From an optimization exercise on the open Yosys and OpenROAD flow, aimed at small area, a short achievable clock period and few clock cycles per item; shortcuts taken in it are not production practice. The RTL was checked by simulation tests, not by an equivalence proof against the original design.

## alpha
Design wire_model, start of the top module:
module wire_model (
    input  wire        clk,
    input  wire        rst,
    input  wire        cfg_we,
    input  wire [3:0]  cfg_ch,
    input  wire [15:0] cfg_k,
    input  wire [15:0] cfg_alpha,
    input  wire [15:0] cfg_tlim,
    input  wire        clr,
    input  wire [3:0]  clr_ch,
    input  wire        s_valid,
    output wire        s_ready,
    input  wire [3:0]  s_ch,
    input  wire [15:0] s_irms,
    input  wire [15:0] s_tref,
    output reg         r_valid,
    output reg  [3:0]  r_ch,
    output wire [31:0] r_dt,
    output reg  [16:0] r_temp,
    output reg         r_warn,
    output reg         r_latch,
    output reg         r_cool,
    output reg         r_trip
);
For scale: ~8900 cells after synthesis, ~1800 flip-flops.
clock: 33.0 ns
lec_check: 0
abc_area: 1
cap_margin: 20
core_margin: 2
core_utilization: 65
cts_cluster_diameter: 80
cts_cluster_size: 26
place_density: 0.72
slew_margin: 20
standard.sh (not shown) runs the stock make flow with config.mk's settings and CLKGATE_MAP_FILE= SYNTH_SCRIPT=/design/flow/synth_recipe.tcl, a recipe that flattens the netlist after the stock synthesis.
==> flow/flow/run.sh <==
#!/bin/bash
# The standard layout (standard.sh: ORFS synthesis to finish), with two
# changes:
#  - ABC's area script (used with ABC_AREA=1) rewrites the logic once more ("dc2") and maps with a
#    delay target of 4000 ps ("map -D 4000", and the sizing steps too), so that ABC recovers area on paths faster than
#    that; everything else in the synthesis, and every register, is as in
#    the standard synthesis. The ORFS scripts are copied into abcscripts/
#    with only abc_area.script replaced.
#  - the port buffers are plain sky130_fd_sc_hd__buf_2 cells instead of the
#    delay cell the resizer picks by default; every port still gets its own
#    buffer.
# make's full output goes to standard.log here; ORFS keeps each step's log
# under orfs/logs/.
set -euo pipefail
rm -rf abcscripts
cp -r "$FLOW_HOME/scripts" abcscripts
printf 'strash\ndc2\ndch -f\nmap -D 4000 -B 0.9\ntopo\nstime -c\nbuffer -c\nupsize -c -D 4000\ndnsize -c -D 4000\n' > abcscripts/abc_area.script
export BUFFER_PORTS_ARGS="-buffer_cell sky130_fd_sc_hd__buf_2"
bash standard.sh SCRIPTS_DIR="$PWD/abcscripts" > standard.log 2>&1
alpha: full flow OK, the timing, design-rule and antenna checks passed
Testbench counts of alpha, summed over its fixed seeds: cycles 16,424, samples 16,384.
Input changes introduced in beta (baseline for comparison: alpha):
==> flow/flow/run.sh <==
#!/bin/bash
# The standard layout (standard.sh: ORFS synthesis to finish), with two
# changes:
#  - ABC's area script (used with ABC_AREA=1) maps for area with "map -a"
#    after "dch -f"; everything else in the synthesis, and every register,
#    is as in the standard synthesis. The ORFS scripts are copied into
#    abcscripts/ with only abc_area.script replaced.
#  - the port buffers are plain sky130_fd_sc_hd__buf_2 cells instead of the
#    delay cell the resizer picks by default; every port still gets its own
#    buffer.
# make's full output goes to standard.log here; ORFS keeps each step's log
# under orfs/logs/.
set -euo pipefail
rm -rf abcscripts
cp -r "$FLOW_HOME/scripts" abcscripts
printf 'strash\ndch -f\nmap -a -B 0.9\ntopo\nstime -c\nbuffer -c\nupsize -c\ndnsize -c\n' > abcscripts/abc_area.script
export BUFFER_PORTS_ARGS="-buffer_cell sky130_fd_sc_hd__buf_2"
bash standard.sh SCRIPTS_DIR="$PWD/abcscripts" > standard.log 2>&1
[summary]
The area of the die of beta is higher than that of alpha.
Diff alpha -> beta | clock-buffer cell count | increase of 1
--- input diff beta..gamma ---
diff --git a/flow/flow/run.sh b/flow/flow/run.sh
--- a/flow/flow/run.sh
+++ b/flow/flow/run.sh
@@ -4,4 +4,5 @@
-#  - ABC's area script (used with ABC_AREA=1) maps for area with "map -a"
-#    after "dch -f"; everything else in the synthesis, and every register,
-#    is as in the standard synthesis. The ORFS scripts are copied into
-#    abcscripts/ with only abc_area.script replaced.
+#  - ABC's area script (used with ABC_AREA=1) maps twice with a delay target
+#    of 4000 ps ("map -D 4000", and the sizing steps too), so that ABC recovers area on paths faster than
+#    that; everything else in the synthesis, and every register, is as in
+#    the standard synthesis. The ORFS scripts are copied into abcscripts/
+#    with only abc_area.script replaced.
@@ -16 +17 @@
-printf 'strash\ndch -f\nmap -a -B 0.9\ntopo\nstime -c\nbuffer -c\nupsize -c\ndnsize -c\n' > abcscripts/abc_area.script
+printf 'strash\ndch -f\nmap -D 4000 -B 0.9\ntopo\nstime -c\nbuffer -c\nupsize -c -D 4000\ndnsize -c -D 4000\nstrash\ndch -f\nmap -D 4000 -B 0.9\ntopo\nstime -c\nbuffer -c\nupsize -c -D 4000\ndnsize -c -D 4000\n' > abcscripts/abc_area.script
### Flow results
Status: area of the multi-input gates parity (beta, gamma)
Diff gamma and beta: CTS buffer count higher in gamma
Share of the yosys chip area belonging to registers across gamma and beta: no real change.
From beta to gamma the numbers moved as follows: die area did not really move, residual overflow from global routing did not really move.
For gamma, the endpoint of the worst setup timing path was r_valid, unlike beta, where it was r_dt[30].
gamma reports its launching instance or port of the critical path as r_valid while beta reports r_dtq[30].
Here is what was changed in the inputs of delta compared with gamma.
==> flow/flow/run.sh <==
#!/bin/bash
# The standard layout (standard.sh: ORFS synthesis to finish), with one
# change: the port buffers are plain sky130_fd_sc_hd__buf_2 cells instead of
# the delay cell the resizer picks by default. Every port still gets its own
# buffer. make's full output goes to standard.log here; ORFS keeps each
# step's log under orfs/logs/.
set -euo pipefail
export BUFFER_PORTS_ARGS="-buffer_cell sky130_fd_sc_hd__buf_2"
bash standard.sh > standard.log 2>&1
### Flow results
Highest metal layer used by the detailed router: met5 -> gamma, met4 -> delta
Going from gamma to delta, the clock network latency to the later pin of the worst-skew pair was found to have gone up by 0.02 ns.
delta vs gamma: count of clock-net buffers in the final layout up in delta
delta drops more vias than gamma.

## static timing again, ports no longer ideal
How much do the figures lean on ideal ports? The routed layouts below were timed once more, with nothing changed but the port constraints.
Step 1 assumes that a clkbuf_16 drives the clock port and a buf_2 every other input.
Step 2, shift: input delay + t, output delay - t, t = (earliest + latest rising clock arrival at the registers) / 2. This alone moves slack from input paths to output paths.
Slacks: no drivers / after step 1 / after step 2; pairs: no drivers / after step 1.
| run | shift t [ns] | setup WS [ns] | clock arrival spread, ns |
|---|---|---|---|
| alpha | 0.786 | 25.187 / 25.115 / 25.322 | 0.055 / 0.054 |
| beta | 0.797 | 25.154 / 25.079 / 25.208 | 0.036 / 0.036 |
| gamma | 0.806 | 25.142 / 25.064 / 25.455 | 0.054 / 0.054 |
| delta | 0.827 | 25.165 / 25.079 / 25.327 | 0.068 / 0.068 |
After both steps every run listed still meets setup and hold.
